From an optimization exercise on the open Yosys and OpenROAD flow, aimed at small area; shortcuts taken in it are not production practice.
Function was checked by simulation only, so behaviour that the tests miss may differ from the original.
No activity file was given, so power comes from the tool's default toggle rates.

**flow/config.mk**
```make
export PLATFORM = sky130hd
export DESIGN_NAME = chk_block
export DESIGN_NICKNAME = chk_block
export VERILOG_FILES = /design/flow/design.v
export SDC_FILE = /design/flow/constraint.sdc
export NUM_CORES = 8
export LEC_CHECK = 0
export CAP_MARGIN = 20
export CORE_MARGIN = 2
export CORE_UTILIZATION = 60
export CTS_BUF_LIST = sky130_fd_sc_hd__clkbuf_8
export CTS_CLUSTER_DIAMETER = 50
export CTS_CLUSTER_SIZE = 20
export PLACE_DENSITY = 0.7
export SLEW_MARGIN = 20
```
**flow/constraint.sdc**
```tcl
create_clock -name core_clock -period 13.0 [get_ports {clk}]
set_input_delay 2.6000 -clock core_clock [delete_from_list [all_inputs] [get_ports {clk}]]
set_output_delay 2.6000 -clock core_clock [all_outputs]
set_load 0.01 [all_outputs]
```
**flow/design.v**
```verilog
module chk_unit (
    input  wire [2:0]  alg,
    input  wire [31:0] state,
    input  wire [8:0]  aux,         
    input  wire [31:0] count,
    input  wire        st_right,    
    input  wire        st_split,    
    input  wire        st_left,     
    input  wire        st_ins31,
    input  wire        st_ins15,
    input  wire        crc_bit,     
    input  wire        crc_r,       
    input  wire        cnt_shift,
    input  wire        cnt_ins,
    input  wire        aux_shift,
    input  wire        aux_ins,
    input  wire        alg_load,
    input  wire [2:0]  alg_in,
    output wire [2:0]  alg_n,
    output reg  [31:0] state_n,
    output wire [8:0]  aux_n,
    output wire [31:0] count_n
);
    wire c16 = (alg[1:0] == 2'd1);           
    wire        fb_r  = crc_r & (state[0] ^ crc_bit);
    wire [31:0] rpoly = alg[0] ? 32'h82F6_3B78 : 32'hEDB8_8320;
    wire        fb_l  = (c16 ? state[15] : state[7]) ^ crc_bit;
    integer i;
    always @(*) begin
        state_n = state;
        if (st_right) begin
            state_n = {st_ins31, state[31:1]} ^ ({32{fb_r}} & {1'b0, rpoly[30:0]});
            if (st_split)
                state_n[15] = st_ins15;
        end else if (st_left) begin
            if (c16)
                state_n[15:0] = {state[14:0], 1'b0} ^ (fb_l ? 16'h1021 : 16'h0000);
            else
                state_n[7:0]  = {state[6:0], 1'b0} ^ (fb_l ? 8'h07 : 8'h00);
        end
    end
    assign count_n = {cnt_ins, count[31:1]};    
    assign aux_n   = aux_shift ? {aux_ins, aux[8:1]} : aux;
    assign alg_n   = alg_load ? alg_in : alg;
endmodule
module chk_block (
    input  wire        clk,
    input  wire        rst,
    input  wire        flr,
    input  wire        req_valid,
    output wire        req_ready,
    input  wire        req_write,
    input  wire        req_host,
    input  wire [7:0]  req_addr,
    input  wire [31:0] req_wdata,
    output wire        rsp_valid,
    output wire [31:0] rsp_rdata
);
    localparam [2:0] OP_CTRL  = 3'd0;
    localparam [2:0] OP_FEED  = 3'd1;
    localparam [2:0] OP_STATE = 3'd2;
    localparam [2:0] OP_AUX   = 3'd3;
    localparam [2:0] OP_COUNT = 3'd4;
    localparam [2:0] OP_RES   = 3'd5;
    localparam [2:0] OP_CRD   = 3'd6;    
    reg [8*3-1:0]  r_alg;
    reg [8*32-1:0] r_state;
    reg [8*9-1:0]  r_aux;
    reg [8*32-1:0] r_count;
    reg [2:0]      ptr;
    wire [2:0]  w_alg   = r_alg[23:21];
    wire [31:0] w_state = r_state[255:224];
    wire [8:0]  w_aux   = r_aux[71:63];
    wire [31:0] w_count = r_count[255:224];
    wire w_fl   = w_alg[2];
    wire w_c32  = !w_alg[2] && w_alg[1];
    wire w_c16  = !w_alg[2] && !w_alg[1] && w_alg[0];
    wire w_c8   = !w_alg[2] && !w_alg[1] && !w_alg[0];
    wire w_pend = w_aux[8];
    reg [4:0] ph;
    reg       sw_pend;
    reg       sw_on;
    reg       sw_all;
    wire frame_end = (ptr == 3'd7);
    wire ph_end    = frame_end && (ph == 5'd31);
    wire sw_block;    
    always @(posedge clk) begin
        if (rst) begin
            ph      <= 5'd0;
            sw_pend <= 1'b0;
            sw_on   <= 1'b1;
            sw_all  <= 1'b1;
        end else begin
            if (frame_end)
                ph <= ph + 5'd1;
            if (flr) begin
                sw_pend <= 1'b1;
                sw_all  <= sw_all && (sw_on || sw_pend);
            end else if (ph_end && !sw_block) begin
                sw_pend <= 1'b0;
            end
            if (ph_end)
                sw_on <= sw_pend && !flr && !sw_block;
        end
    end
    wire sw_hit = sw_on && !rst && !flr && (sw_all || ptr[2]);
    wire       is_unit  = (req_addr[7:6] == 2'b01 || req_addr[7:6] == 2'b10)
                          && (req_addr[3] == 1'b0);
    wire       is_stat  = (req_addr == 8'h00);
    wire [2:0] unit_sel = {req_addr[7], req_addr[5:4]};
    wire [2:0] reg_sel  = req_addr[2:0];
    wire       at_unit  = (ptr == unit_sel);
    wire owned_drop = req_write && is_unit && req_host && !unit_sel[2];
    reg        busy;
    reg [2:0]  op;
    reg [2:0]  f_unit;
    reg [31:0] f_data;
    reg [1:0]  f_nb;       
    reg [6:0]  vc;         
    reg        p0;         
    reg        cc;         
    reg        c1, a1;      
    reg        c2, a2;      
    reg        ab;          
    wire quiet = !sw_pend && !sw_on && !flr && !rst;
    wire vis   = busy && (ptr == f_unit);
    wire wait0 = (op == OP_FEED || op == OP_COUNT) && vc == 7'd0 && ph != 5'd0;
    assign sw_block = busy && f_unit[2];
    wire res_hold  = !req_write && reg_sel == 3'd6 && w_fl && w_pend;
    wire res_start = quiet && !busy && req_valid && is_unit && at_unit && res_hold;
    wire res_resp  = vis && op == OP_RES && vc == 7'd48;
    wire crd_start = quiet && !busy && req_valid && is_unit && at_unit &&
                     !req_write && reg_sel == 3'd7 && ph != 5'd0;
    wire crd_resp  = vis && op == OP_CRD && ph == 5'd0;
    assign req_ready = quiet && (req_write ? (!is_unit || owned_drop || !busy)
                                           : (!busy && (!is_unit || at_unit)));
    wire accept  = req_valid && req_ready;
    wire unit_wr = accept && req_write && is_unit && !owned_drop && reg_sel != 3'd6;
    wire [4:0] k  = vc[4:0];
    wire [3:0] kk = vc[3:0];
    wire [2:0] pass = vc[6:4];
    wire       p_eff = (vc == 7'd0) ? w_pend : p0;
    wire [1:0] f_m   = p_eff ? ((f_nb == 2'd2) ? 2'd2 : 2'd1)
                             : ((f_nb == 2'd0) ? 2'd0 : (f_nb == 2'd1) ? 2'd1 : 2'd2);
    wire [2:0] last_pass = (op == OP_RES) ? 3'd5 :
                           (op == OP_FEED && w_fl && f_m != 2'd0) ? {f_m == 2'd2, f_m == 2'd1, 1'b0} : 3'd1;
    wire       last = (kk == 4'd15) && (pass == last_pass);
    always @(posedge clk) begin
        if (rst || (flr && f_unit[2] && op != OP_CRD && (op != OP_RES || vc > 7'd48))) begin
            busy <= 1'b0;
        end else if (unit_wr && !busy) begin
            busy   <= 1'b1;
            op     <= (reg_sel == 3'd0) ? OP_CTRL  :
                      (reg_sel == 3'd4) ? OP_STATE :
                      (reg_sel == 3'd5) ? OP_AUX   :
                      (reg_sel == 3'd7) ? OP_COUNT : OP_FEED;
            f_unit <= unit_sel;
            f_data <= req_wdata;
            f_nb   <= (reg_sel == 3'd1) ? 2'd0 : (reg_sel == 3'd2) ? 2'd1 : 2'd2;
            vc     <= 7'd0;
        end else if (res_start || crd_start) begin
            busy   <= 1'b1;
            op     <= res_start ? OP_RES : OP_CRD;
            f_unit <= unit_sel;
            vc     <= 7'd0;
        end else if (vis && !wait0) begin
            vc <= vc + 7'd1;
            if (last || (res_resp && ab) || crd_resp)
                busy <= 1'b0;
        end
    end
    always @(posedge clk)
        if (!busy)
            ab <= 1'b0;
        else if (flr && f_unit[2])
            ab <= 1'b1;
    function stream;
        input [5:0] idx;
        begin
            if (idx[5:3] == 3'd0)
                stream = w_aux[0];
            else
                stream = f_data[idx - 6'd8];
        end
    endfunction
    wire is_res   = (op == OP_RES);
    wire is_fl_op = (op == OP_FEED && w_fl) || is_res;
    wire [1:0] m  = f_m;
    wire s1_on  = is_res ? (pass <= 3'd1 || pass >= 3'd4) : (is_fl_op && (pass < {m, 1'b0}));
    wire s1_add = s1_on && !pass[0];
    wire s2_on  = is_res ? (pass != 3'd0 && pass != 3'd5)
                         : (is_fl_op && (pass != 3'd0) && (pass <= {m, 1'b0}));
    wire s2_add = s2_on && pass[0];
    wire undo   = is_res && (pass >= 3'd3);
    wire [5:0] lo  = is_res ? 6'd0 : ({5'b00000, ~p_eff} + {3'b000, pass[2:1], 1'b0});
    wire       o1  = ((is_res && kk[3]) ? 1'b0 : sbit) ^ undo;
    wire x1 = w_state[0];
    wire x2 = w_state[16];
    wire kz = (kk == 4'd0);
    wire c1_in = kz ? (s1_add ? 1'b0 : c1) : c1;
    wire z1    = kz ? (a1 & (x1 ^ c1)) : a1;
    wire y1    = !s1_on ? x1 :
                 s1_add ? (x1 ^ o1 ^ c1_in) :
                 (z1 ? (undo & p0) : (x1 ^ c1_in));
    wire o2    = y1 ^ undo;
    wire c2_in = kz ? (s2_add ? 1'b0 : c2) : c2;
    wire z2    = kz ? (a2 & (x2 ^ c2)) : a2;
    wire y2    = !s2_on ? x2 :
                 s2_add ? (x2 ^ o2 ^ c2_in) :
                 (z2 ? (undo & cc) : (x2 ^ c2_in));
    always @(posedge clk) begin
        if (vis && !wait0) begin
            if (s1_on) begin
                c1 <= s1_add ? ((x1 & o1) | (x1 & c1_in) | (o1 & c1_in)) : (x1 & c1_in);
                if (s1_add)
                    a1 <= (kk == 4'd1) ? y1 : (a1 & y1);
                else
                    a1 <= z1;
            end
            if (s2_on) begin
                c2 <= s2_add ? ((x2 & o2) | (x2 & c2_in) | (o2 & c2_in)) : (x2 & c2_in);
                if (s2_add)
                    a2 <= (kk == 4'd1) ? y2 : (a2 & y2);
                else
                    a2 <= z2;
            end
        end
    end
    wire [2:0] alg_next = (f_data[2:0] <= 3'd4) ? f_data[2:0] : w_alg;
    wire       init_bit = (alg_next == 3'd2 || alg_next == 3'd3) ||
                          (alg_next == 3'd1 && !k[4]);
    wire       in_width = w_c8 ? (k[4:3] == 2'b00) : w_c16 ? !k[4] : 1'b1;
    wire       crc_step = (op == OP_FEED) && !w_fl && ({1'b0, k} < ({3'b000, f_nb} == 6'd0 ? 6'd8 :
                                                        {3'b000, f_nb} == 6'd1 ? 6'd16 : 6'd32));
    wire       crc_d    = sbit;
    wire       cnt_add  = (k == {3'b000, f_nb}) || (f_nb == 2'd2 && k == 5'd2 && 1'b0);
    wire       nbit     = (f_nb == 2'd0) ? (k == 5'd0) : (f_nb == 2'd1) ? (k == 5'd1) : (k == 5'd2);
    wire       cc_in    = (k == 5'd0) ? 1'b0 : cc;
    wire       cx       = w_count[0];
    always @(posedge clk)
        if (vis && !wait0) begin
            if (is_res) begin
                if (pass == 3'd1)
                    cc <= (kz ? 1'b1 : cc) & x2;
            end else
                cc <= (cx & nbit) | (cx & cc_in) | (nbit & cc_in);
        end
    always @(posedge clk)
        if (vis && (is_res ? (pass == 3'd0) : (vc == 7'd0)))
            p0 <= is_res ? ((kz ? 1'b1 : p0) & x1) : w_pend;
    wire       pend_f  = p_eff ^ (f_nb == 2'd0);
    wire [2:0] f_n     = (f_nb == 2'd0) ? 3'd1 : (f_nb == 2'd1) ? 3'd2 : 3'd4;
    wire [2:0] byte_f  = f_n - {2'b00, !pend_f};
    wire       aux_fl  = (kk == 4'd8) ? pend_f : sbit;
    wire       fl_aux  = (pass == 3'd1);
    wire [1:0] lo_m1   = lo[1:0] - 2'd1 + {1'b0, kk[3]};
    wire [1:0] bf_m1   = byte_f[1:0] - 2'd1;
    wire [4:0] fidx    = is_fl_op ? (fl_aux ? {bf_m1, kk[2:0]} : {lo_m1, kk[2:0]})
                                  : (k ^ {2'b00, {3{crc_step && !w_c32}}});
    wire       use_aux = is_fl_op && (fl_aux ? (byte_f == 3'd0) : (lo[2:0] == 3'd0 && !kk[3]));
    wire       sbit    = use_aux ? w_aux[0] : f_data[fidx];
    wire       fd_k    = sbit;
    reg st_right, st_split, st_left, st_ins31, st_ins15;
    reg cnt_shift, cnt_ins, aux_shift, aux_ins, alg_load;
    reg [2:0] alg_in;
    reg crc_r, crc_bit;
    always @(*) begin
        st_right = 1'b0; st_split = 1'b0; st_left = 1'b0;
        st_ins31 = 1'b0; st_ins15 = 1'b0;
        cnt_shift = 1'b1; cnt_ins = w_count[0];
        aux_shift = 1'b0; aux_ins = 1'b0;
        alg_load = 1'b0; alg_in = alg_next;
        crc_r = 1'b0; crc_bit = crc_d;
        if (sw_hit) begin
            st_right  = 1'b1; st_ins31 = 1'b1;
            cnt_shift = 1'b1; cnt_ins  = 1'b0;
            aux_shift = 1'b1; aux_ins = 1'b0;
            alg_load  = 1'b1; alg_in   = 3'd2;
        end else if (vis && !wait0) begin
            case (op)
                OP_CTRL: begin
                    alg_load = (vc == 7'd0);
                    if (f_data[31]) begin
                        st_right  = 1'b1; st_ins31 = init_bit;
                        cnt_shift = 1'b1; cnt_ins  = 1'b0;
                        aux_shift = (k <= 5'd8); aux_ins = 1'b0;
                    end
                end
                OP_STATE: begin
                    st_right = 1'b1;
                    st_ins31 = in_width ? fd_k : w_state[0];
                end
                OP_AUX: begin
                    aux_shift = (k <= 5'd8); aux_ins = fd_k;
                end
                OP_COUNT: begin
                    cnt_shift = 1'b1; cnt_ins = fd_k;
                end
                OP_FEED: begin
                    cnt_shift = 1'b1;
                    cnt_ins   = cx ^ nbit ^ cc_in;
                    if (w_fl) begin
                        st_right  = 1'b1; st_split = 1'b1;
                        st_ins31  = y2;   st_ins15 = y1;
                        aux_shift = (vc <= 7'd8) || (fl_aux && kk <= 4'd8);
                        aux_ins   = fl_aux ? aux_fl : w_aux[0];
                        if (vc > 7'd31) cnt_ins = w_count[0];
                    end else if (crc_step) begin
                        if (w_c32) begin
                            st_right = 1'b1; crc_r = 1'b1;
                            st_ins31 = w_state[0] ^ crc_d;
                        end else
                            st_left = 1'b1;
                    end
                end
                OP_CRD: ;
                default: begin  
                    st_right  = 1'b1; st_split = 1'b1;
                    st_ins31  = y2;   st_ins15 = y1;
                    aux_shift = (pass == 3'd0 || pass == 3'd4) && kk <= 4'd8;
                    aux_ins   = w_aux[0];
                end
            endcase
        end
    end
    wire [2:0]  n_alg;
    wire [31:0] n_state;
    wire [8:0]  n_aux;
    wire [31:0] n_count;
    chk_unit unit (
        .alg       (w_alg),
        .state     (w_state),
        .aux       (w_aux),
        .count     (w_count),
        .st_right  (st_right),
        .st_split  (st_split),
        .st_left   (st_left),
        .st_ins31  (st_ins31),
        .st_ins15  (st_ins15),
        .crc_bit   (crc_bit),
        .crc_r     (crc_r),
        .cnt_shift (cnt_shift),
        .cnt_ins   (cnt_ins),
        .aux_shift (aux_shift),
        .aux_ins   (aux_ins),
        .alg_load  (alg_load),
        .alg_in    (alg_in),
        .alg_n     (n_alg),
        .state_n   (n_state),
        .aux_n     (n_aux),
        .count_n   (n_count)
    );
    always @(posedge clk) begin
        r_alg   <= {r_alg[20:0],    n_alg};
        r_state <= {r_state[223:0], n_state};
        r_aux   <= {r_aux[62:0],    n_aux};
        r_count <= {r_count[223:0], n_count};
        if (rst)
            ptr <= 3'd0;
        else
            ptr <= ptr + 3'd1;
    end
    reg bad_alg_flag;
    reg unit_owned_flag;
    wire status_clr = accept && req_write && is_stat;
    wire bad_alg    = unit_wr && reg_sel == 3'd0 && (req_wdata[2:0] > 3'd4);
    always @(posedge clk) begin
        if (rst) begin
            bad_alg_flag    <= 1'b0;
            unit_owned_flag <= 1'b0;
        end else begin
            if (bad_alg)
                bad_alg_flag <= 1'b1;
            else if (status_clr && req_wdata[1])
                bad_alg_flag <= 1'b0;
            if (accept && owned_drop)
                unit_owned_flag <= 1'b1;
            else if (status_clr && req_wdata[0])
                unit_owned_flag <= 1'b0;
        end
    end
    wire rq     = !res_resp && !crd_resp;
    wire sel_s  = (rq && is_unit && (reg_sel == 3'd4 || reg_sel == 3'd6)) || res_resp;
    wire inv    = rq && w_c32 && reg_sel[1];
    wire sel_c  = (rq && is_unit && reg_sel == 3'd7) || crd_resp;
    wire sel_a  = rq && is_unit && reg_sel == 3'd5;
    wire sel_g  = rq && is_unit && reg_sel == 3'd0;
    wire en_mid = sel_s && !w_c8;
    wire en_hi  = sel_s && !w_c8 && !w_c16;
    wire [31:0] s_en  = {{16{en_hi}}, {8{en_mid}}, {8{sel_s}}};
    wire [31:0] rd_small = {23'd0, w_aux & {9{sel_a}}} | {29'd0, w_alg & {3{sel_g}}} |
                        {30'd0, {bad_alg_flag, unit_owned_flag} & {2{rq && is_stat}}};
    assign rsp_valid = (accept && !req_write && !res_start && !crd_start) || res_resp || crd_resp;
    assign rsp_rdata = ((w_state ^ {32{inv}}) & s_en) | (w_count & {32{sel_c}}) | rd_small;
endmodule
```
**flow/flow/run.sh**
```bash
#!/bin/bash
# Own flow: the standard layout, with the synthesis's ABC step run with an
# area-oriented script instead of the speed script. Everything else in the
# synthesis (synth_recipe.tcl and ORFS's synth.tcl) is unchanged, so the
# registers keep the names and cell types the standard synthesis gives them.
set -euo pipefail
W=$(pwd)
cat > "$W/area_abc.script" <<EOS
strash
&get -n
&deepsyn -T 60
&put
dch
amap
topo
EOS
cat > "$W/area_synth.tcl" <<EOS
proc abc {args} {
  set i [lsearch -exact \$args -script]
  if { \$i >= 0 } { lset args [expr {\$i + 1}] {$W/area_abc.script} }
  yosys abc {*}\$args
}
source {$W/synth_recipe.tcl}
EOS
sed "s#$W/synth_recipe.tcl#$W/area_synth.tcl#" standard.sh > "$W/area_standard.sh"
grep -q area_synth.tcl "$W/area_standard.sh"
export BUFFER_PORTS_ARGS="-buffer_cell sky130_fd_sc_hd__buf_1"
export CTS_ARGS="-sink_clustering_enable -repair_clock_nets -sink_clustering_size 20 -sink_clustering_max_diameter 50 -buf_list sky130_fd_sc_hd__clkbuf_4 -sink_clustering_buffer sky130_fd_sc_hd__clkbuf_8 -dont_use_dummy_load"
bash "$W/area_standard.sh" finish > "$W/flow_make.log" 2>&1
```
**flow/standard.sh**
```bash
#!/bin/bash
# synth_recipe.tcl (not shown) runs the flow's synth.tcl, then flattens the netlist and writes it again
# the make line also repeats each setting of config.mk as NAME=value (left out here)
make -C /OpenROAD-flow-scripts/flow DESIGN_CONFIG=/design/flow/config.mk WORK_HOME=/design/flow/orfs CLKGATE_MAP_FILE= SYNTH_SCRIPT=/design/flow/synth_recipe.tcl "${@:-finish}"
```
==> reports/qor.csv, run 1 <==
stage,metric,value,unit
timing,fin_crit,8.209,ns
logic_synthesis,synthFlopType,dfxtp_1,
timing,slew_viol_final,0,
logic_synthesis,synth_compound_area_frac,0.1024,
routing,antenna_left,0,
layout,nFillCells,2186,
timing,fmax,0.1218,GHz
logic_synthesis,synth_nets,1375,
clock_tree,cts_inserted_buffers,46,
worst_setup_path,cp-end-kind,output pin,
global_routing,antenna_found_initial,1,
routing,via_per_inst,5.237,
timing,fin_skew,0.09375,ns
floorplan,die_h,175.1,µm
logic_synthesis,synth_xor_area_frac,0,
floorplan,core-area,0.02878,mm²
routing,drtPass1Iterations,5,
layout,nets,1507,
layout,finalNonFillerCells,1826,
timing,hold_violations,0,
logic_synthesis,synth_mux_area_frac,0,
logic_synthesis,synth_top_area_share,0.7100,
pwr,power_density,171.4,mW/mm²
timing,period_share,0.6314,
timing,rsz0062_at_grt,no,
floorplan,initial_utilization,0.6103,
placement,hpwlAfterDp,22.38,mm
logic_synthesis,synth_top_family_by_area,compound AO/OA/AOI/OAI gates,
floorplan,io-pin-count,80,
routing,num_vias,9562,
logic_synthesis,syn_inst,1310,
global_routing,grt-ovfl-total,0,
logic_synthesis,synth.avg_cell_area,13.41,µm²
pwr,peakVddDrop,0.0001244,V
floorplan,die_w,175.1,µm
global_routing,grtUsageTotal,0.2114,
logic_synthesis,synth_seq_area_share,0.8006,
worst_setup_path,crit_fanout,16,
run,maxCapViolCount,0,
routing,topRoutingLayerUsed,met4,
routing,drc_errors,0,
logic_synthesis,synth_area,0.01757,mm²
timing,max-slew-margin-rel,0.3945,
worst_setup_path,worstPathRequired,10.40,ns
layout,drive_gt1_frac,0.03750,
min_path,hold_class,flop to flop,
timing,tightest_slew,0.9049,ns
status,outcome,"complete, no violations",
routing,route.met2.wl,13.89,mm
logic_synthesis,synth_top_area_cell,dfxtp_1,
global_routing,grt_pass1_vias,9339,
floorplan,die_area,0.03066,mm²
clock_tree,hold_buffers,0,
clock_tree,post-cts-setup-buffers,0,
global_routing,grt_max_degree,35,
worst_setup_path,start_kind,input pin,
timing,finalSetupTns,0,ns
clock_tree,clock_latency,0.75,ns
clock_tree,clock-sinks,676,
logic_synthesis,ys_ff_latch,676,
clock_tree,htreeDepth,2,
placement,numPortBuffers,79,
logic_synthesis,synth_area_leaders,"dfxtp_1, edfxtp_1, clkinv_1",
timing,setup_viol,0,
clock_tree,path_clk_slew,0.11,ns
pwr,power_leakage,7.142,nW
routing,wl,31.81,mm
logic_synthesis,yosys.area_share.simple,0.05755,
worst_setup_path,worstPathCellList,"buf_1, clkinv_1, ha_1, nand2b_1, or3_1, nor4_1, clkinv_1, buf_8, o221ai_1, buf_1",
clock_tree,cts_tree,yes,
logic_synthesis,ys_warn_count,2,
floorplan,fp-row-count,62,
worst_setup_path,cp_slowest_cell,clkinv_1,
clock_tree,clockBufferDepth,3,
worst_setup_path,critPathKind,input pin to output pin,
logic_synthesis,async_flop_share,0,
routing,drt_iter0_markers,757,
routing,routedWlPerCell,17.42,µm
worst_setup_path,max_stage_delay,0.63,ns
logic_synthesis,synth_edf_count,53,
logic_synthesis,synth_adder_area_share,0.01482,
logic_synthesis,synth_cell_type_count,46,
layout,layout_common_cells,"dfxtp_1, clkinv_1, nor2_1",
global_routing,grt_pass1_wl,49.89,mm
placement,post-place-ws,4.454,ns
timing,fin_ws,4.791,ns
routing,met1_length,15.53,mm
layout,area_growth,8.206,%
layout,mostFrequentLayoutCell,dfxtp_1,
clock_tree,cts_resized,0,
placement,gp_congestion,0.9364,
clock_tree,clockRootBuffer,clkbuf_4,
placement,placedCellCount,1777,
routing,wl_met3,1.347,mm
worst_setup_path,arrival,5.61,ns
## kinds of logic (layout without fill, tap and decap cells)
logic type | after synthesis | in the layout
adder cells (fa/ha/maj) | 19 | 19
other | 0 | 2
AO/OA/AOI/OAI | 270 | 270
flip-flops | 676 | 676
AND/OR/NAND/NOR | 230 | 230
buffers and inverters | 115 | 245
## flip-flops by register name, summed over array words and instances, names as in the netlist, 3 cells and up
signal and count:
r_count 256, r_state 256, r_aux 72, f_data 32, r_alg 24, vc 7
ph 5, f_unit 3, op 3, ptr 3
## final timing paths
| check | from | end | slack (ns) | cells past startpoint |
|---|---|---|---|---|
| max | req_addr[7] | rsp_rdata[15] | 4.79 | 10 |
| min | r_count[91] | r_count[123] | 0.25 | 0 |
| max reg2reg | vc[3] | r_state[31] | 5.38 | 28 |
| min reg2reg | r_count[91] | r_count[123] | 0.25 | 0 |
## critical path, delay by kind of cell
family	cells	cell delay [ns]
buf+inv	5	1.44
simple gates	3	0.96
fa+ha+maj	1	0.31
compound gates	1	0.28
## where the power goes
group	total [mW]	switching, mW	internal [mW]	leakage, nW
registers	2.31	0.0537	2.25	5.63
clock network	0.857	0.560	0.297	0.318
logic	0.0949	0.0628	0.0320	1.19
## cell type report
class                           instances  area, µm²  share of cell area
Clock buffer                           46      601.8             0.03166
Sequential cell                       676      14060              0.7399
Antenna cell                            2      5.005           0.0002633
Inverter                              115      431.7             0.02271
Timing Repair Buffer                   84      341.6             0.01797
Multi-Input combinational cell        519       3083              0.1622
Tap cell                              384      480.5             0.02528
## cell usage after synthesis (all sizes together) (3+ instances only)
cell type,instances
dfxtp,623
clkinv,115
nor2,108
o21ai,69
edfxtp,53
nand2,53
a21oi,45
o22ai,33
a22oi,22
nor3,19
o221ai,17
ha,16
nor2b,14
a221oi,12
a211oi,11
a2111oi,10
nand3,10
a31oi,7
o21a,7
or2,7
nor4,6
a32o,4
o2111ai,4
o32ai,4
or3,4
a311oi,3
fa,3
nor3b,3
o221a,3
## per-layer routing
metal / global-route usage / vias up
li1: - / 4738
met1: 0.3015 / 4526
met2: 0.3274 / 223
met3: 0.03460 / 75
met4: 0.07951 / 0
met5: 0 / -
## metrics by stage
step           power (mW)  instance area [µm²]  hold WS (ns)  utilization
6_report            3.257                19010        0.2505       0.6604
5_1_grt             3.389                19010        0.2676       0.6604
4_1_cts             3.288                18970        0.2514       0.6593
3_5_place_dp        2.447                18370        0.3121       0.6384
3_3_place_gp        2.437                18370        0.3096       0.6384
2_1_floorplan       2.387                17570        0.3096            -
==> run 2: changes to the inputs <==
--- a/flow/design.v
+++ b/flow/design.v
@@ -232,7 +232,6 @@
     wire       in_width = w_c8 ? (k[4:3] == 2'b00) : w_c16 ? !k[4] : 1'b1;
-    wire       crc_step = (op == OP_FEED) && !w_fl && ({1'b0, k} < ({3'b000, f_nb} == 6'd0 ? 6'd8 :
-                                                        {3'b000, f_nb} == 6'd1 ? 6'd16 : 6'd32));
+    wire       crc_step = (op == OP_FEED) && !w_fl &&
+                          (f_nb[1] || (f_nb[0] ? !k[4] : (k[4:3] == 2'b00)));
     wire       crc_d    = sbit;
-    wire       cnt_add  = (k == {3'b000, f_nb}) || (f_nb == 2'd2 && k == 5'd2 && 1'b0);
-    wire       nbit     = (f_nb == 2'd0) ? (k == 5'd0) : (f_nb == 2'd1) ? (k == 5'd1) : (k == 5'd2);
+    wire       nbit     = (k == {3'b000, f_nb});
     wire       cc_in    = (k == 5'd0) ? 1'b0 : cc;
--- a/flow/config.mk
+++ b/flow/config.mk
@@ -9,3 +9,3 @@
 export CORE_MARGIN = 2
-export CORE_UTILIZATION = 60
+export CORE_UTILIZATION = 70
 export CTS_BUF_LIST = sky130_fd_sc_hd__clkbuf_8
@@ -13,3 +13,3 @@
 export CTS_CLUSTER_SIZE = 20
-export PLACE_DENSITY = 0.7
+export PLACE_DENSITY = 0.85
 export SLEW_MARGIN = 20
==> run 2 against run 1 <==
Still clean; wire length up 4.5%; synthesized area shrank 0.57%; non-clock buffer count up 2; count of clock-buffer cells in the layout decreased by 3; critical path depth rose by 2; cell count shrank 5.4%; utilization up 11 points; global-route usage rose by 4.7 points; combinational power fell by 14%; via count rose by 2.0%; hold slack worse by 0.0019 ns; critical endpoint is now rsp_rdata[25].
==> reports/qor.csv, run 2 <==
stage,metric,value,unit,change
timing,hold_violations,0,,unchanged
pwr,power_density,170.9,mW/mm²,was 171.4 mW/mm²
clock_tree,cts_resized,0,,unchanged
worst_setup_path,cp-end-kind,output pin,,unchanged
layout,layout_common_cells,"dfxtp_1, clkinv_1, nor2_1",,unchanged
global_routing,grt_max_degree,37,,was 35
logic_synthesis,syn_inst,1274,,was 1310
timing,rsz0062_at_grt,no,,unchanged
placement,hpwlAfterDp,22.65,mm,was 22.38 mm
worst_setup_path,path_depth,12,,was 10
floorplan,die_area,0.02623,mm²,was 0.03066 mm²
logic_synthesis,synth_nets,1340,,was 1375
floorplan,initial_utilization,0.7161,,was 0.6103
global_routing,grt_pass1_wl,52.05,mm,was 49.89 mm
logic_synthesis,synth.avg_cell_area,13.71,µm²,was 13.41 µm²
timing,max-slew-margin-rel,0.3530,,was 0.3945
layout,fin_area,0.01882,mm²,was 0.01901 mm²
routing,antenna_left,0,,unchanged
worst_setup_path,reg2reg_depth,33,,was 28
global_routing,grt-ovfl-total,0,,unchanged
routing,drtPass1Iterations,6,,was 5
timing,fmax,0.1115,GHz,was 0.1218 GHz
worst_setup_path,crit_fanout,19,,was 16
global_routing,grt_pass1_vias,9720,,was 9339
pwr,power_leakage,7.122,nW,was 7.142 nW
worst_setup_path,cp_slowest_cell,clkinv_1,,unchanged
run,maxCapViolCount,0,,unchanged
worst_setup_path,worstSetupEndpoint,rsp_rdata[25],,was rsp_rdata[15]
worst_setup_path,regToRegStartpoint,vc[4],,was vc[3]
clock_tree,post-cts-setup-buffers,0,,unchanged
worst_setup_path,arrival,6.37,ns,was 5.61 ns
logic_synthesis,ys_warn_count,2,,unchanged
worst_setup_path,worstPathRequired,10.40,ns,about the same
floorplan,io-pin-count,80,,unchanged
logic_synthesis,synth_cell_type_count,44,,was 46
logic_synthesis,async_flop_share,0,,unchanged
layout,mostFrequentLayoutCell,dfxtp_1,,unchanged
logic_synthesis,synth_seq_area_share,0.8052,,was 0.8006
logic_synthesis,synth_top_area_share,0.7141,,was 0.7100
clock_tree,cts_inserted_buffers,43,,was 46
worst_setup_path,start_kind,input pin,,unchanged
layout,top_regs,"r_count: 256 flops, r_state: 256 flops, r_aux: 72 flops",,unchanged
pwr,seq_power_share,0.713,,was 0.708
global_routing,grtUsageTotal,0.2585,,was 0.2114
clock_tree,htreeDepth,2,,unchanged
pwr,swShare,0.2097,,was 0.2078
worst_setup_path,rr_endpoint,r_state[31],,unchanged
pwr,peakVddDrop,0.0001384,V,was 0.0001244 V
floorplan,fp-row-count,57,,was 62
layout,area_growth,7.780,%,was 8.206%
timing,tightest_slew,0.9460,ns,was 0.9049 ns
clock_tree,hold_buffers,0,,unchanged
min_path,hold_depth,0,,unchanged
floorplan,die_h,162.0,µm,was 175.1 µm
worst_setup_path,worst_path_most_repeated_cell,clkinv_1,,
worst_setup_path,critical_path_buf_inv_count,6,,was 5
logic_synthesis,synth_top_area_cell,dfxtp_1,,unchanged
logic_synthesis,synthTopCellsByCount,"dfxtp_1, clkinv_1, nor2_1",,unchanged
worst_setup_path,worstPathCellList,"buf_1, clkinv_1, ha_1, nor2b_1, clkinv_1, or2_0, or3_1, nor4_1, clkinv_1, buf_16, o21ai_0, buf_1",,"was buf_1, clkinv_1, ha_1, nand2b_1, or3_1, nor4_1, clkinv_1, buf_8, o221ai_1, buf_1"
clock_tree,cts_tree,yes,,unchanged
logic_synthesis,yosysMostFrequentCell,dfxtp_1,,unchanged
pwr,pwr-share-comb,0.025,,was 0.029
logic_synthesis,synth_area_leaders,"dfxtp_1, edfxtp_1, clkinv_1",,unchanged
floorplan,core-area,0.02439,mm²,was 0.02878 mm²
routing,num_vias,9757,,was 9562
clock_tree,path_clk_slew,0.11,ns,about the same
clock_tree,clockRootBuffer,clkbuf_4,,unchanged
routing,via_per_inst,5.646,,was 5.237
timing,slew_viol_final,0,,unchanged
logic_synthesis,synthFlopType,dfxtp_1,,unchanged
logic_synthesis,ys_ff_latch,676,,unchanged
status,outcome,"complete, no violations",,unchanged
pwr,switchingPower,0.6747,mW,was 0.6768 mW
worst_setup_path,worst-r2r-setup-slack,5.23,ns,was 5.38 ns
timing,setup_viol,0,,unchanged
clock_tree,clock-sinks,676,,unchanged
logic_synthesis,synth_edf_count,53,,unchanged
placement,gp_congestion,0.9554,,was 0.9364
routing,drt_iter0_markers,983,,was 757
timing,finalSetupTns,0,ns,unchanged
floorplan,die_w,162.0,µm,was 175.1 µm
clock_tree,clock_latency,0.75,ns,about the same
worst_setup_path,critPathKind,input pin to output pin,,unchanged
worst_setup_path,timing.critical_path.from,req_addr[7],,unchanged
pwr,clkPwrFrac,0.261,,was 0.263
placement,placed_cell_area,0.01823,mm²,was 0.01837 mm²
pwr,p_int,2.543,mW,was 2.580 mW
logic_synthesis,synth_area,0.01747,mm²,was 0.01757 mm²
routing,routedWlPerCell,19.24,µm,was 17.42 µm
global_routing,antenna_found_initial,1,,unchanged
layout,nets,1471,,was 1507
layout,drive_gt1_frac,0.03706,,was 0.03750
timing,period_share,0.6902,,was 0.6314
routing,drc_errors,0,,unchanged
timing,fin_skew,0.1358,ns,was 0.09375 ns
timing,fin_crit,8.972,ns,was 8.209 ns
routing,wl,33.24,mm,was 31.81 mm
placement,numPortBuffers,79,,unchanged
clock_tree,clockBufferDepth,3,,unchanged
worst_setup_path,max_stage_delay,0.76,ns,was 0.63 ns
min_path,hold_class,flop to flop,,unchanged
worst_setup_path,cp_top_family,buffers and inverters,,unchanged
run 2: kinds of logic after synthesis:
logic type,Yosys count,synth area share
AOI/OAI and AO/OA,265,0.1055
and+or+nand+nor,204,0.05022
DFF,676,0.8052
buffers and inverters,109,0.02343
adders and majority gates,20,0.01562
run 2: power by group through the flow:
| stage | logic, mW | clock network, mW | registers, mW |
|---|---|---|---|
| after floorplan | 0.0476 | 0 | 2.31 |
| after global placement | 0.0725 | 0 | 2.33 |
| after detailed placement | 0.0780 | 0 | 2.34 |
| after CTS | 0.0799 | 0.856 | 2.30 |
| after global routing | 0.0894 | 0.928 | 2.31 |
| final | 0.0812 | 0.841 | 2.30 |
run 2: metal layers:
layer  wire [µm]  vias to the layer above  part of all wire  GRT usage
met5           0                        -                 0          0
met4         887                        0             0.027    0.09332
met3        2038                       87             0.061    0.03779
met2       15370                      352              0.46     0.4221
met1       14950                     4668              0.45     0.3578
li1            -                     4650                 -          -
run 2: worst reg2reg max path, delay by kind of cell (launching register included):
family                   cells  cell delay [ns]
AND/OR/NAND/NOR              9             1.00
adder cells (fa/ha/maj)      3             1.26
AO/OA/AOI/OAI               17             3.56
flip-flops                   1             0.61
buffers and inverters        4             1.27
run 2: area by class of cell:
type | instances | area, µm²
Inverter | 109 | 409.1
Sequential cell | 676 | 14060
Antenna cell | 1 | 2.502
Clock buffer | 43 | 560.5
Timing Repair Buffer | 86 | 366.6
Fill cell | 1422 | 5567
Tap cell | 324 | 405.4
Multi-Input combinational cell | 489 | 3017
run 2: how the worst min path moves through the flow:
stage,end,from
5_1_grt,r_state[123],r_state[91]
2_1_floorplan,r_alg[10],r_alg[7]
3_3_place_gp,r_state[180],r_state[148]
4_1_cts,r_count[219],r_count[187]
3_5_place_dp,r_aux[12],r_aux[3]
6_report,r_state[123],r_state[91]
run 2: through the flow:
stage	utilization	power [mW]	setup WS, ns	cells	hold WS [ns]
after floorplan	-	2.361	3.543	1274	0.3096
after global placement	0.7474	2.402	4.144	1682	0.3095
after detailed placement	0.7474	2.419	3.784	1682	0.3121
after CTS	0.7703	3.231	3.790	1725	0.2411
after global routing	0.7718	3.324	3.751	1728	0.2481
final	0.7718	3.217	4.028	1728	0.2486
==> run 3: changes to the inputs <==
--- a/flow/design.v
+++ b/flow/design.v
@@ -232,6 +232,7 @@
     wire       in_width = w_c8 ? (k[4:3] == 2'b00) : w_c16 ? !k[4] : 1'b1;
-    wire       crc_step = (op == OP_FEED) && !w_fl &&
-                          (f_nb[1] || (f_nb[0] ? !k[4] : (k[4:3] == 2'b00)));
+    wire       crc_step = (op == OP_FEED) && !w_fl && ({1'b0, k} < ({3'b000, f_nb} == 6'd0 ? 6'd8 :
+                                                        {3'b000, f_nb} == 6'd1 ? 6'd16 : 6'd32));
     wire       crc_d    = sbit;
-    wire       nbit     = (k == {3'b000, f_nb});
+    wire       cnt_add  = (k == {3'b000, f_nb}) || (f_nb == 2'd2 && k == 5'd2 && 1'b0);
+    wire       nbit     = (f_nb == 2'd0) ? (k == 5'd0) : (f_nb == 2'd1) ? (k == 5'd1) : (k == 5'd2);
     wire       cc_in    = (k == 5'd0) ? 1'b0 : cc;
==> flow/run.sh (new file) <==
#!/bin/bash
# synth_recipe.tcl (not shown) runs the flow's synth.tcl, then flattens the netlist and writes it again
# the make line also repeats each setting of config.mk as NAME=value (left out here)
make -C /OpenROAD-flow-scripts/flow DESIGN_CONFIG=/design/flow/config.mk WORK_HOME=/design/flow/orfs CLKGATE_MAP_FILE= SYNTH_SCRIPT=/design/flow/synth_recipe.tcl finish
--- a/flow/config.mk
+++ b/flow/config.mk
@@ -9,3 +9,3 @@
 export CORE_MARGIN = 2
-export CORE_UTILIZATION = 70
+export CORE_UTILIZATION = 60
 export CTS_BUF_LIST = sky130_fd_sc_hd__clkbuf_8
@@ -13,3 +13,3 @@
 export CTS_CLUSTER_SIZE = 20
-export PLACE_DENSITY = 0.85
+export PLACE_DENSITY = 0.7
 export SLEW_MARGIN = 20
removed: flow/flow/run.sh
removed: flow/standard.sh
==> run 3 against run 2 <==
Critical path type unchanged; global-route usage decreased by 5.5 points; still clean; register-to-register slack improved by 0.44 ns; clock skew decreased by 0.11 ns; critical endpoint is now rsp_rdata[11]; largest cell class unchanged.
==> reports/qor.csv, run 3 <==
stage,metric,value,unit,change
global_routing,antenna_found_initial,0,,was 1
floorplan,initial_utilization,0.6040,,was 0.7161
routing,num_vias,10170,,was 9757
pwr,power_leakage,7.942,nW,was 7.122 nW
run,maxCapViolCount,0,,unchanged
timing,fmax,0.1197,GHz,was 0.1115 GHz
global_routing,grt_pass1_vias,10110,,was 9720
worst_setup_path,arrival,5.75,ns,was 6.37 ns
global_routing,grt-ovfl-total,0,,unchanged
logic_synthesis,yosysMostFrequentCell,dfxtp_1,,unchanged
logic_synthesis,synth_nets,1499,,was 1340
timing,period_share,0.6424,,was 0.6902
logic_synthesis,synth_edf_count,53,,unchanged
worst_setup_path,worstSetupEndpoint,rsp_rdata[11],,was rsp_rdata[25]
clock_tree,cts_tree,yes,,unchanged
logic_synthesis,ys_ff_latch,676,,unchanged
layout,mostFrequentLayoutCell,dfxtp_1,,unchanged
timing,rsz0062_at_grt,no,,unchanged
worst_setup_path,timing.critical_path.from,req_addr[7],,unchanged
layout,drive_gt1_frac,0.07927,,was 0.03706
worst_setup_path,regToRegStartpoint,vc[0],,was vc[4]
placement,gp_congestion,0.9022,,was 0.9554
clock_tree,post-cts-setup-buffers,0,,unchanged
global_routing,grtUsageTotal,0.2038,,was 0.2585
logic_synthesis,synthFlopType,dfxtp_1,,unchanged
clock_tree,hold_buffers,0,,unchanged
routing,antenna_left,0,,unchanged
worst_setup_path,crit_fanout,5,,was 19
logic_synthesis,async_flop_share,0,,unchanged
floorplan,die_area,0.03295,mm²,was 0.02623 mm²
worst_setup_path,cp-end-kind,output pin,,unchanged
pwr,pwr-share-comb,0.026,,was 0.025
floorplan,core-area,0.03131,mm²,was 0.02439 mm²
global_routing,grt_pass1_wl,52.94,mm,was 52.05 mm
routing,routedWlPerCell,17.06,µm,was 19.24 µm
logic_synthesis,synth_top_area_share,0.6595,,was 0.7141
logic_synthesis,synth_top_area_cell,dfxtp_1,,unchanged
pwr,peakVddDrop,0.00009405,V,was 0.0001384 V
placement,hpwlAfterDp,22.50,mm,was 22.65 mm
timing,hold_violations,0,,unchanged
clock_tree,cts_inserted_buffers,45,,was 43
floorplan,die_h,181.5,µm,was 162.0 µm
placement,post-place-ws,4.650,ns,was 3.784 ns
routing,drtPass1Iterations,6,,unchanged
floorplan,die_w,181.5,µm,was 162.0 µm
logic_synthesis,syn_inst,1434,,was 1274
routing,drt_iter0_markers,704,,was 983
timing,slew_viol_final,0,,unchanged
logic_synthesis,synth_area_leaders,"dfxtp_1, edfxtp_1, xnor2_1",,"was dfxtp_1, edfxtp_1, clkinv_1"
clock_tree,path_clk_slew,0.11,ns,about the same
layout,antenna_cells,0,,was 1
pwr,p_int,2.574,mW,was 2.543 mW
timing,fin_skew,0.02601,ns,was 0.1358 ns
logic_synthesis,synth_area,0.01891,mm²,was 0.01747 mm²
clock_tree,clock_latency,0.59,ns,was 0.75 ns
layout,top_regs,"r_count: 256 flops, r_state: 256 flops, r_aux: 72 flops",,unchanged
logic_synthesis,synthTopCellsByCount,"dfxtp_1, nand2_1, nor2_1",,"was dfxtp_1, clkinv_1, nor2_1"
worst_setup_path,start_kind,input pin,,unchanged
routing,drc_errors,0,,unchanged
routing,via_per_inst,5.237,,was 5.646
pwr,seq_power_share,0.669,,was 0.713
timing,fin_ws,4.649,ns,was 4.028 ns
worst_setup_path,reg2reg_depth,26,,was 33
floorplan,fp-row-count,65,,was 57
min_path,hold_class,flop to flop,,unchanged
layout,area_growth,10.43,%,was 7.780%
clock_tree,htreeDepth,2,,unchanged
timing,finalSetupTns,0,ns,unchanged
placement,numPortBuffers,79,,unchanged
routing,wl,33.11,mm,was 33.24 mm
worst_setup_path,critPathKind,input pin to output pin,,unchanged
clock_tree,cts_resized,0,,unchanged
pwr,switchingPower,0.6758,mW,was 0.6747 mW
worst_setup_path,worstPathRequired,10.40,ns,about the same
global_routing,grt_max_degree,49,,was 37
floorplan,io-pin-count,80,,unchanged
layout,layout_common_cells,"dfxtp_1, nand2_1, clkdlybuf4s50_1",,"was dfxtp_1, clkinv_1, nor2_1"
pwr,swShare,0.2079,,was 0.2097
status,outcome,"complete, no violations",,unchanged
logic_synthesis,synth_cell_type_count,89,,was 44
logic_synthesis,synth.avg_cell_area,13.19,µm²,was 13.71 µm²
clock_tree,clockBufferDepth,3,,unchanged
worst_setup_path,worst-r2r-setup-slack,5.67,ns,was 5.23 ns
timing,setup_viol,0,,unchanged
timing,fin_crit,8.351,ns,was 8.972 ns
timing,tightest_slew,1.058,ns,was 0.9460 ns
layout,nets,1585,,was 1471
logic_synthesis,synth_seq_area_share,0.7437,,was 0.8052
clock_tree,clockRootBuffer,clkbuf_8,,was clkbuf_4
pwr,power_density,155.6,mW/mm²,was 170.9 mW/mm²
logic_synthesis,ys_warn_count,2,,unchanged
timing,max-slew-margin-rel,0.2944,,was 0.3530
pwr,clkPwrFrac,0.305,,was 0.261
worst_setup_path,rr_endpoint,r_state[31],,unchanged
clock_tree,clock-sinks,676,,unchanged
[run 3: through the flow]
stage | instances | hold slack, ns | area (µm²) | total power, mW | util
2_1_floorplan | 1434 | 0.3096 | 18910 | 2.262 | -
6_report | 1941 | 0.3037 | 20880 | 3.250 | 0.6670
3_3_place_gp | 1875 | 0.3097 | 20040 | 2.302 | 0.6401
3_5_place_dp | 1875 | 0.3121 | 20040 | 2.306 | 0.6401
4_1_cts | 1941 | 0.3013 | 20880 | 3.281 | 0.6670
5_1_grt | 1941 | 0.2798 | 20880 | 3.369 | 0.6670
[run 3: final cells by class]
class                           count  area, µm²
Fill cell                        2298      10430
Sequential cell                   676      14060
Clock buffer                       50      688.2
Clock inverter                     16      153.9
Inverter                           27      101.3
Timing Repair Buffer               88      858.3
Multi-Input combinational cell    682       4516
Tap cell                          402      503.0
[run 3: logic make-up (layout without fill, tap and decap cells)]
family	after synthesis	in the layout	synth area share
AOI/OAI and AO/OA	230	230	0.08105
buffers and inverters	76	181	0.01859
muxes	49	49	0.02865
and+or+nand+nor	307	307	0.07788
DFF	676	676	0.7437
adders and majority gates	19	19	0.01376
xor gates and xnor gates	77	77	0.03639
[run 3: how the worst min path moves through the flow]
stage	startpoint	end	slack, ns	depth (start not counted)
after floorplan	r_alg[7]	r_alg[10]	0.31	0
after global placement	r_state[76]	r_state[108]	0.31	0
after detailed placement	r_alg[6]	r_alg[9]	0.31	0
after CTS	r_state[11]	r_state[43]	0.30	0
after global routing	r_state[95]	r_state[127]	0.28	0
final	r_state[95]	r_state[127]	0.30	0
[run 3: critical path, cell delays in order]
cell and delay [ns]:
clkdlybuf4s50_1 0.53, inv_1 0.06, ha_1 0.28, nor2b_1 0.27, nand2_1 0.11, nor3b_1 0.49, o22ai_1 0.38, buf_4 0.29
o21ai_0 0.18, clkdlybuf4s50_1 0.56
[run 3: power groups by stage]
stage,registers [mW],logic [mW],clock network (mW)
after CTS,2.18,0.0839,1.02
final,2.17,0.0835,0.992
after detailed placement,2.22,0.0835,0
after global placement,2.22,0.0818,0
after floorplan,2.21,0.0515,0
after global routing,2.18,0.0915,1.10
[run 3: metal layers]
metal / track usage / up-vias / part of all wire
li1: - / 5018 / -
met2: 0.3272 / 244 / 0.45
met1: 0.2840 / 4836 / 0.48
met5: 0 / - / 0
met4: 0.07285 / 0 / 0.026
met3: 0.03049 / 67 / 0.043
==> run 4: changes to the inputs <==
--- a/flow/design.v
+++ b/flow/design.v
@@ -41,3 +41,3 @@
     end
-    assign count_n = {cnt_ins, count[31:1]};    
+    assign count_n = cnt_shift ? {cnt_ins, count[31:1]} : count;
     assign aux_n   = aux_shift ? {aux_ins, aux[8:1]} : aux;
@@ -64,3 +64,2 @@
     localparam [2:0] OP_RES   = 3'd5;
-    localparam [2:0] OP_CRD   = 3'd6;    
     reg [8*3-1:0]  r_alg;
@@ -79,3 +78,2 @@
     wire w_pend = w_aux[8];
-    reg [4:0] ph;
     reg       sw_pend;
@@ -83,8 +81,5 @@
     reg       sw_all;
-    wire frame_end = (ptr == 3'd7);
-    wire ph_end    = frame_end && (ph == 5'd31);
-    wire sw_block;    
+    reg [4:0] sw_k;
     always @(posedge clk) begin
         if (rst) begin
-            ph      <= 5'd0;
             sw_pend <= 1'b0;
@@ -92,13 +87,14 @@
             sw_all  <= 1'b1;
-        end else begin
-            if (frame_end)
-                ph <= ph + 5'd1;
-            if (flr) begin
-                sw_pend <= 1'b1;
-                sw_all  <= sw_all && (sw_on || sw_pend);
-            end else if (ph_end && !sw_block) begin
-                sw_pend <= 1'b0;
-            end
-            if (ph_end)
-                sw_on <= sw_pend && !flr && !sw_block;
+            sw_k    <= 5'd0;
+        end else if (flr) begin
+            sw_pend <= 1'b1;
+            sw_all  <= sw_all && (sw_on || sw_pend);
+        end else if (sw_pend && ptr == 3'd7 && !(busy && f_unit[2])) begin
+            sw_pend <= 1'b0;
+            sw_on   <= 1'b1;
+            sw_k    <= 5'd0;
+        end else if (sw_on && ptr == 3'd7) begin
+            sw_k <= sw_k + 5'd1;
+            if (sw_k == 5'd31)
+                sw_on <= 1'b0;
         end
@@ -126,4 +122,2 @@
     wire vis   = busy && (ptr == f_unit);
-    wire wait0 = (op == OP_FEED || op == OP_COUNT) && vc == 7'd0 && ph != 5'd0;
-    assign sw_block = busy && f_unit[2];
     wire res_hold  = !req_write && reg_sel == 3'd6 && w_fl && w_pend;
@@ -131,7 +125,7 @@
     wire res_resp  = vis && op == OP_RES && vc == 7'd48;
-    wire crd_start = quiet && !busy && req_valid && is_unit && at_unit &&
-                     !req_write && reg_sel == 3'd7 && ph != 5'd0;
-    wire crd_resp  = vis && op == OP_CRD && ph == 5'd0;
+    wire late_op = (op == OP_RES);
     assign req_ready = quiet && (req_write ? (!is_unit || owned_drop || !busy)
-                                           : (!busy && (!is_unit || at_unit)));
+                                           : (!busy || !late_op) &&
+                                             (!is_unit || (at_unit &&
+                                              (!busy || (unit_sel != f_unit && !res_hold)))));
     wire accept  = req_valid && req_ready;
@@ -146,5 +140,6 @@
                            (op == OP_FEED && w_fl && f_m != 2'd0) ? {f_m == 2'd2, f_m == 2'd1, 1'b0} : 3'd1;
-    wire       last = (kk == 4'd15) && (pass == last_pass);
+    wire       last = ((kk == 4'd15) && (pass == last_pass)) ||
+                      (op == OP_AUX && vc == 7'd8) || (op == OP_CTRL && !f_data[31]);
     always @(posedge clk) begin
-        if (rst || (flr && f_unit[2] && op != OP_CRD && (op != OP_RES || vc > 7'd48))) begin
+        if (rst || (flr && f_unit[2] && (op != OP_RES || vc > 7'd48))) begin
             busy <= 1'b0;
@@ -160,10 +155,10 @@
             vc     <= 7'd0;
-        end else if (res_start || crd_start) begin
+        end else if (res_start) begin
             busy   <= 1'b1;
-            op     <= res_start ? OP_RES : OP_CRD;
+            op     <= OP_RES;
             f_unit <= unit_sel;
             vc     <= 7'd0;
-        end else if (vis && !wait0) begin
+        end else if (vis) begin
             vc <= vc + 7'd1;
-            if (last || (res_resp && ab) || crd_resp)
+            if (last || (res_resp && ab))
                 busy <= 1'b0;
@@ -211,3 +206,3 @@
     always @(posedge clk) begin
-        if (vis && !wait0) begin
+        if (vis) begin
             if (s1_on) begin
@@ -232,7 +227,6 @@
     wire       in_width = w_c8 ? (k[4:3] == 2'b00) : w_c16 ? !k[4] : 1'b1;
-    wire       crc_step = (op == OP_FEED) && !w_fl && ({1'b0, k} < ({3'b000, f_nb} == 6'd0 ? 6'd8 :
-                                                        {3'b000, f_nb} == 6'd1 ? 6'd16 : 6'd32));
+    wire       crc_step = (op == OP_FEED) && !w_fl &&
+                          (f_nb[1] || (f_nb[0] ? !k[4] : (k[4:3] == 2'b00)));
     wire       crc_d    = sbit;
-    wire       cnt_add  = (k == {3'b000, f_nb}) || (f_nb == 2'd2 && k == 5'd2 && 1'b0);
-    wire       nbit     = (f_nb == 2'd0) ? (k == 5'd0) : (f_nb == 2'd1) ? (k == 5'd1) : (k == 5'd2);
+    wire       nbit     = (k == {3'b000, f_nb});
     wire       cc_in    = (k == 5'd0) ? 1'b0 : cc;
@@ -240,3 +234,3 @@
     always @(posedge clk)
-        if (vis && !wait0) begin
+        if (vis) begin
             if (is_res) begin
@@ -269,3 +263,3 @@
         st_ins31 = 1'b0; st_ins15 = 1'b0;
-        cnt_shift = 1'b1; cnt_ins = w_count[0];
+        cnt_shift = 1'b0; cnt_ins = 1'b0;
         aux_shift = 1'b0; aux_ins = 1'b0;
@@ -276,5 +270,5 @@
             cnt_shift = 1'b1; cnt_ins  = 1'b0;
-            aux_shift = 1'b1; aux_ins = 1'b0;
+            aux_shift = (sw_k <= 5'd8); aux_ins = 1'b0;
             alg_load  = 1'b1; alg_in   = 3'd2;
-        end else if (vis && !wait0) begin
+        end else if (vis) begin
             case (op)
@@ -306,3 +300,3 @@
                         aux_ins   = fl_aux ? aux_fl : w_aux[0];
-                        if (vc > 7'd31) cnt_ins = w_count[0];
+                        cnt_shift = (vc <= 7'd31);
                     end else if (crc_step) begin
@@ -315,3 +309,2 @@
                 end
-                OP_CRD: ;
                 default: begin  
@@ -381,6 +374,6 @@
     end
-    wire rq     = !res_resp && !crd_resp;
+    wire rq     = !res_resp;
     wire sel_s  = (rq && is_unit && (reg_sel == 3'd4 || reg_sel == 3'd6)) || res_resp;
     wire inv    = rq && w_c32 && reg_sel[1];
-    wire sel_c  = (rq && is_unit && reg_sel == 3'd7) || crd_resp;
+    wire sel_c  = rq && is_unit && reg_sel == 3'd7;
     wire sel_a  = rq && is_unit && reg_sel == 3'd5;
@@ -392,3 +385,3 @@
                         {30'd0, {bad_alg_flag, unit_owned_flag} & {2{rq && is_stat}}};
-    assign rsp_valid = (accept && !req_write && !res_start && !crd_start) || res_resp || crd_resp;
+    assign rsp_valid = (accept && !req_write && !res_start) || res_resp;
     assign rsp_rdata = ((w_state ^ {32{inv}}) & s_en) | (w_count & {32{sel_c}}) | rd_small;
==> flow/flow/run.sh (new file) <==
#!/bin/bash
# Own flow: the standard layout, with the synthesis's ABC step run with an
# area-oriented script instead of the speed script. Everything else in the
# synthesis (synth_recipe.tcl and ORFS's synth.tcl) is unchanged, so the
# registers keep the names and cell types the standard synthesis gives them.
set -euo pipefail
W=$(pwd)
cat > "$W/area_abc.script" <<EOS
strash
&get -n
&deepsyn -T 60
&put
dch
amap
topo
EOS
cat > "$W/area_synth.tcl" <<EOS
proc abc {args} {
  set i [lsearch -exact \$args -script]
  if { \$i >= 0 } { lset args [expr {\$i + 1}] {$W/area_abc.script} }
  yosys abc {*}\$args
}
source {$W/synth_recipe.tcl}
EOS
sed "s#$W/synth_recipe.tcl#$W/area_synth.tcl#" standard.sh > "$W/area_standard.sh"
grep -q area_synth.tcl "$W/area_standard.sh"
export BUFFER_PORTS_ARGS="-buffer_cell sky130_fd_sc_hd__buf_1"
export CTS_ARGS="-sink_clustering_enable -repair_clock_nets -sink_clustering_size 20 -sink_clustering_max_diameter 50 -buf_list sky130_fd_sc_hd__clkbuf_8 -dont_use_dummy_load"
bash "$W/area_standard.sh" finish > "$W/flow_make.log" 2>&1
==> flow/standard.sh (new file) <==
#!/bin/bash
# synth_recipe.tcl (not shown) runs the flow's synth.tcl, then flattens the netlist and writes it again
# the make line also repeats each setting of config.mk as NAME=value (left out here)
make -C /OpenROAD-flow-scripts/flow DESIGN_CONFIG=/design/flow/config.mk WORK_HOME=/design/flow/orfs CLKGATE_MAP_FILE= SYNTH_SCRIPT=/design/flow/synth_recipe.tcl "${@:-finish}"
removed: flow/run.sh
==> run 4 against run 3 <==
Via count decreased by 0.93%; sequential share of layout area increased by 5.6 points; still clean on timing, DRC and antenna; cell count down 2.7%; first-iteration DRC count is 12% lower; critical endpoint is now rsp_rdata[1]; final area is 7.7% lower.
==> reports/qor.csv, run 4 <==
stage,metric,value,unit,change
status,outcome,"complete, no violations",,unchanged
min_path,hold_depth,0,,unchanged
floorplan,die_w,176.2,µm,was 181.5 µm
worst_setup_path,path_depth,14,,was 10
floorplan,core-area,0.02940,mm²,was 0.03131 mm²
floorplan,die_h,176.2,µm,was 181.5 µm
routing,antenna_left,0,,unchanged
logic_synthesis,ys_ff_latch,676,,unchanged
worst_setup_path,rr_endpoint,r_state[31],,unchanged
worst_setup_path,worstPathCellList,"buf_1, clkinv_1, ha_1, nor2b_1, clkinv_1, nor2_1, nand2_1, o21ai_0, nor2_1, clkinv_1, o22ai_1, a221oi_1, o221ai_1, buf_1",,"was clkdlybuf4s50_1, inv_1, ha_1, nor2b_1, nand2_1, nor3b_1, o22ai_1, buf_4, o21ai_0, clkdlybuf4s50_1"
global_routing,grt_max_degree,34,,was 49
worst_setup_path,critical_path_buf_inv_count,5,,was 4
timing,slew_viol_final,0,,unchanged
logic_synthesis,synth_top_area_share,0.7007,,was 0.6595
placement,gp_congestion,0.8890,,was 0.9022
logic_synthesis,syn_inst,1367,,was 1434
worst_setup_path,worst-r2r-setup-slack,4.88,ns,was 5.67 ns
layout,nets,1565,,was 1585
layout,top_regs,"r_count: 256 flops, r_state: 256 flops, r_aux: 72 flops",,unchanged
routing,wl,32.23,mm,was 33.11 mm
worst_setup_path,critPathKind,input pin to output pin,,unchanged
clock_tree,clockBufferDepth,3,,unchanged
clock_tree,path_clk_slew,0.11,ns,about the same
logic_synthesis,synth_nets,1432,,was 1499
timing,fin_crit,9.253,ns,was 8.351 ns
worst_setup_path,max_stage_delay,0.72,ns,was 0.56 ns
worst_setup_path,worst_path_most_repeated_cell,clkinv_1,,was clkdlybuf4s50_1
logic_synthesis,synth_edf_count,53,,unchanged
worst_setup_path,arrival,6.65,ns,was 5.75 ns
layout,antenna_cells,0,,unchanged
clock_tree,clockRootBuffer,clkbuf_8,,unchanged
layout,seqCellArea,0.01406,mm²,unchanged
floorplan,initial_utilization,0.6054,,was 0.6040
worst_setup_path,regToRegStartpoint,vc[0],,unchanged
clock_tree,cts_tree,yes,,unchanged
clock_tree,post-cts-setup-buffers,0,,unchanged
clock_tree,clock-sinks,676,,unchanged
routing,drc_errors,0,,unchanged
timing,period_share,0.7118,,was 0.6424
floorplan,die_area,0.03106,mm²,was 0.03295 mm²
placement,hpwlAfterDp,22.64,mm,was 22.50 mm
global_routing,grt_pass1_vias,9694,,was 10110
global_routing,grt-ovfl-total,0,,unchanged
timing,tightest_slew,1.048,ns,was 1.058 ns
routing,routedWlPerCell,17.07,µm,was 17.06 µm
layout,layout_common_cells,"dfxtp_1, clkinv_1, nor2_1",,"was dfxtp_1, nand2_1, clkdlybuf4s50_1"
timing,hold_violations,0,,unchanged
layout,nFillCells,2241,,was 2298
clock_tree,clock_latency,0.60,ns,was 0.59 ns
worst_setup_path,timing.critical_path.from,req_addr[7],,unchanged
layout,area_growth,8.259,%,was 10.43%
worst_setup_path,crit_fanout,27,,was 5
logic_synthesis,synth.avg_cell_area,13.02,µm²,was 13.19 µm²
worst_setup_path,cp-end-kind,output pin,,unchanged
worst_setup_path,reg2reg_depth,32,,was 26
logic_synthesis,synth_area_leaders,"dfxtp_1, edfxtp_1, clkinv_1",,"was dfxtp_1, edfxtp_1, xnor2_1"
pwr,power,3.451,mW,was 3.250 mW
logic_synthesis,yosysMostFrequentCell,dfxtp_1,,unchanged
worst_setup_path,start_kind,input pin,,unchanged
routing,num_vias,10070,,was 10170
timing,finalSetupTns,0,ns,unchanged
floorplan,io-pin-count,80,,unchanged
layout,drive_gt1_frac,0.03471,,was 0.07927
global_routing,antenna_found_initial,0,,unchanged
worst_setup_path,cp_top_family,compound AO/OA/AOI/OAI gates,,was buffers and inverters
pwr,power_leakage,7.335,nW,was 7.942 nW
min_path,hold_class,flop to flop,,unchanged
timing,fmax,0.1081,GHz,was 0.1197 GHz
clock_tree,hold_buffers,0,,unchanged
layout,multi_input_comb_area,0.003147,mm²,was 0.004516 mm²
routing,drt_iter0_markers,621,,was 704
logic_synthesis,ys_warn_count,2,,unchanged
clock_tree,cts_inserted_buffers,44,,was 45
global_routing,grt_pass1_wl,49.96,mm,was 52.94 mm
global_routing,grtUsageTotal,0.2079,,was 0.2038
routing,via_per_inst,5.334,,was 5.237
logic_synthesis,synthTopCellsByCount,"dfxtp_1, clkinv_1, nor2_1",,"was dfxtp_1, nand2_1, nor2_1"
layout,mostFrequentLayoutCell,dfxtp_1,,unchanged
worst_setup_path,worstPathRequired,10.40,ns,about the same
placement,numPortBuffers,79,,unchanged
logic_synthesis,synth_top_area_cell,dfxtp_1,,unchanged
timing,setup_viol,0,,unchanged
pwr,power_density,179.1,mW/mm²,was 155.6 mW/mm²
timing,max-slew-margin-rel,0.2969,,was 0.2944
logic_synthesis,async_flop_share,0,,unchanged
worst_setup_path,cp_slowest_cell,o21ai_0,,was clkdlybuf4s50_1
run,maxCapViolCount,0,,unchanged
logic_synthesis,synth_cell_type_count,40,,was 89
worst_setup_path,worstSetupEndpoint,rsp_rdata[1],,was rsp_rdata[11]
timing,fin_skew,0.07865,ns,was 0.02601 ns
routing,drtPass1Iterations,5,,was 6
logic_synthesis,synth_seq_area_share,0.7901,,was 0.7437
timing,rsz0062_at_grt,no,,unchanged
clock_tree,htreeDepth,2,,unchanged
pwr,peakVddDrop,0.00009164,V,was 0.00009405 V
logic_synthesis,synthFlopType,dfxtp_1,,unchanged
floorplan,fp-row-count,63,,was 65
logic_synthesis,synth_area,0.01780,mm²,was 0.01891 mm²
clock_tree,cts_resized,0,,unchanged
## run 4: cell types whose count changed in the layout (fill, tap and decap cells not counted), moves of 48 or more
cell             delta
nand2_1            -48
clkdlybuf4s50_1    -79
clkinv_1          +153
o221ai_1           +48
xnor2_1            -68
buf_1              +79
o22ai_1            +81
## run 4: worst register-to-register path: cells and delay by family (launching register included)
family                     cells  cell delay (ns)
and+or+nand+nor                9             1.88
AOI/OAI and AO/OA             13             3.14
DFF                            1             0.54
buffers and inverters          6             1.20
adders and majority gates      4             1.22
## run 4: per-stage QoR
stage | hold WS [ns] | setup WS, ns | std cells | utilization | area, µm²
2_1_floorplan | 0.3096 | 5.199 | 1367 | - | 17800
3_3_place_gp | 0.3095 | 4.287 | 1843 | 0.6339 | 18640
3_5_place_dp | 0.3121 | 3.923 | 1844 | 0.6348 | 18660
4_1_cts | 0.2652 | 3.897 | 1888 | 0.6554 | 19270
5_1_grt | 0.2780 | 3.404 | 1888 | 0.6554 | 19270
6_report | 0.2814 | 3.747 | 1888 | 0.6554 | 19270
## run 4: layout make-up
class / instances / share of cell area
flip-flops and latches: 676 / 0.7298
clock buffers: 44 / 0.03143
well taps: 390 / 0.02532
inverters: 157 / 0.03058
multi-input cells: 534 / 0.1633
repair buffers: 87 / 0.01954
## run 4: logic make-up after synthesis
family,synth area share
AOI/OAI and AO/OA,0.1077
adders and majority gates,0.01462
DFF,0.7901
and+or+nand+nor,0.05448
buffers and inverters,0.03311
## run 4: report_power, final
part | total, mW | switching [mW] | internal, mW
Sequential | 2.46 | 0.0845 | 2.38
Clock | 0.859 | 0.553 | 0.305
Combinational | 0.130 | 0.0846 | 0.0454
Total | 3.45 | 0.722 | 2.73
## run 4: worst min-delay path by stage
stage / start / to / slack (ns)
finish: r_alg[12] / r_alg[15] / 0.28
global route: r_count[123] / r_count[155] / 0.28
detailed placement: r_count[151] / r_count[183] / 0.31
global placement: r_state[68] / r_state[100] / 0.31
CTS: r_state[90] / r_state[122] / 0.27
floorplan: r_alg[7] / r_alg[10] / 0.31
## run 4: per-layer routing
metal  up-vias  part of all wire  GRT usage  routed length [µm]
met5         -                 0          0                   0
li1       4939                 -          -                   -
met1      4765              0.47     0.2899               15230
met4         0             0.034    0.08471                1094
met2       294              0.44     0.3263               14280
met3        72             0.051    0.03488                1636

what the ideal ports hide:
How much do the figures lean on ideal ports? The routed layouts below were timed once more, with nothing changed but the port constraints. Step 1: set_driving_cell puts a clkbuf_16 on clk and a buf_2 on each other input, an assumption about the parent block. Step 2 times the ports against the registers' clock, not the clock port: input delays grow and output delays shrink by t, the midpoint of the rising clock arrivals with the driver on. Three values: ideal, step 1, step 2; two values: the first two.
run | shift t [ns] | setup WS [ns] | hold slack, ns | worst setup path after step 2 | clock arrival spread, ns
run 1 | 0.740 | 4.791 / 4.766 / 4.766 | 0.251 / 0.251 / 0.251 | input to output | 0.095 / 0.094
run 2 | 0.729 | 4.028 / 4.005 / 4.005 | 0.249 / 0.249 / 0.249 | input to output | 0.136 / 0.136
run 3 | 0.629 | 4.649 / 4.620 / 4.620 | 0.304 / 0.304 / 0.304 | input to output | 0.026 / 0.027
run 4 | 0.604 | 3.747 / 3.724 / 3.724 | 0.281 / 0.281 / 0.281 | input to output | 0.080 / 0.080
After both steps setup and hold are still met in every run listed. For run 3, which loses most, drivers alone change the setup slack by -0.029 ns; drivers and shift together by -0.029 ns.
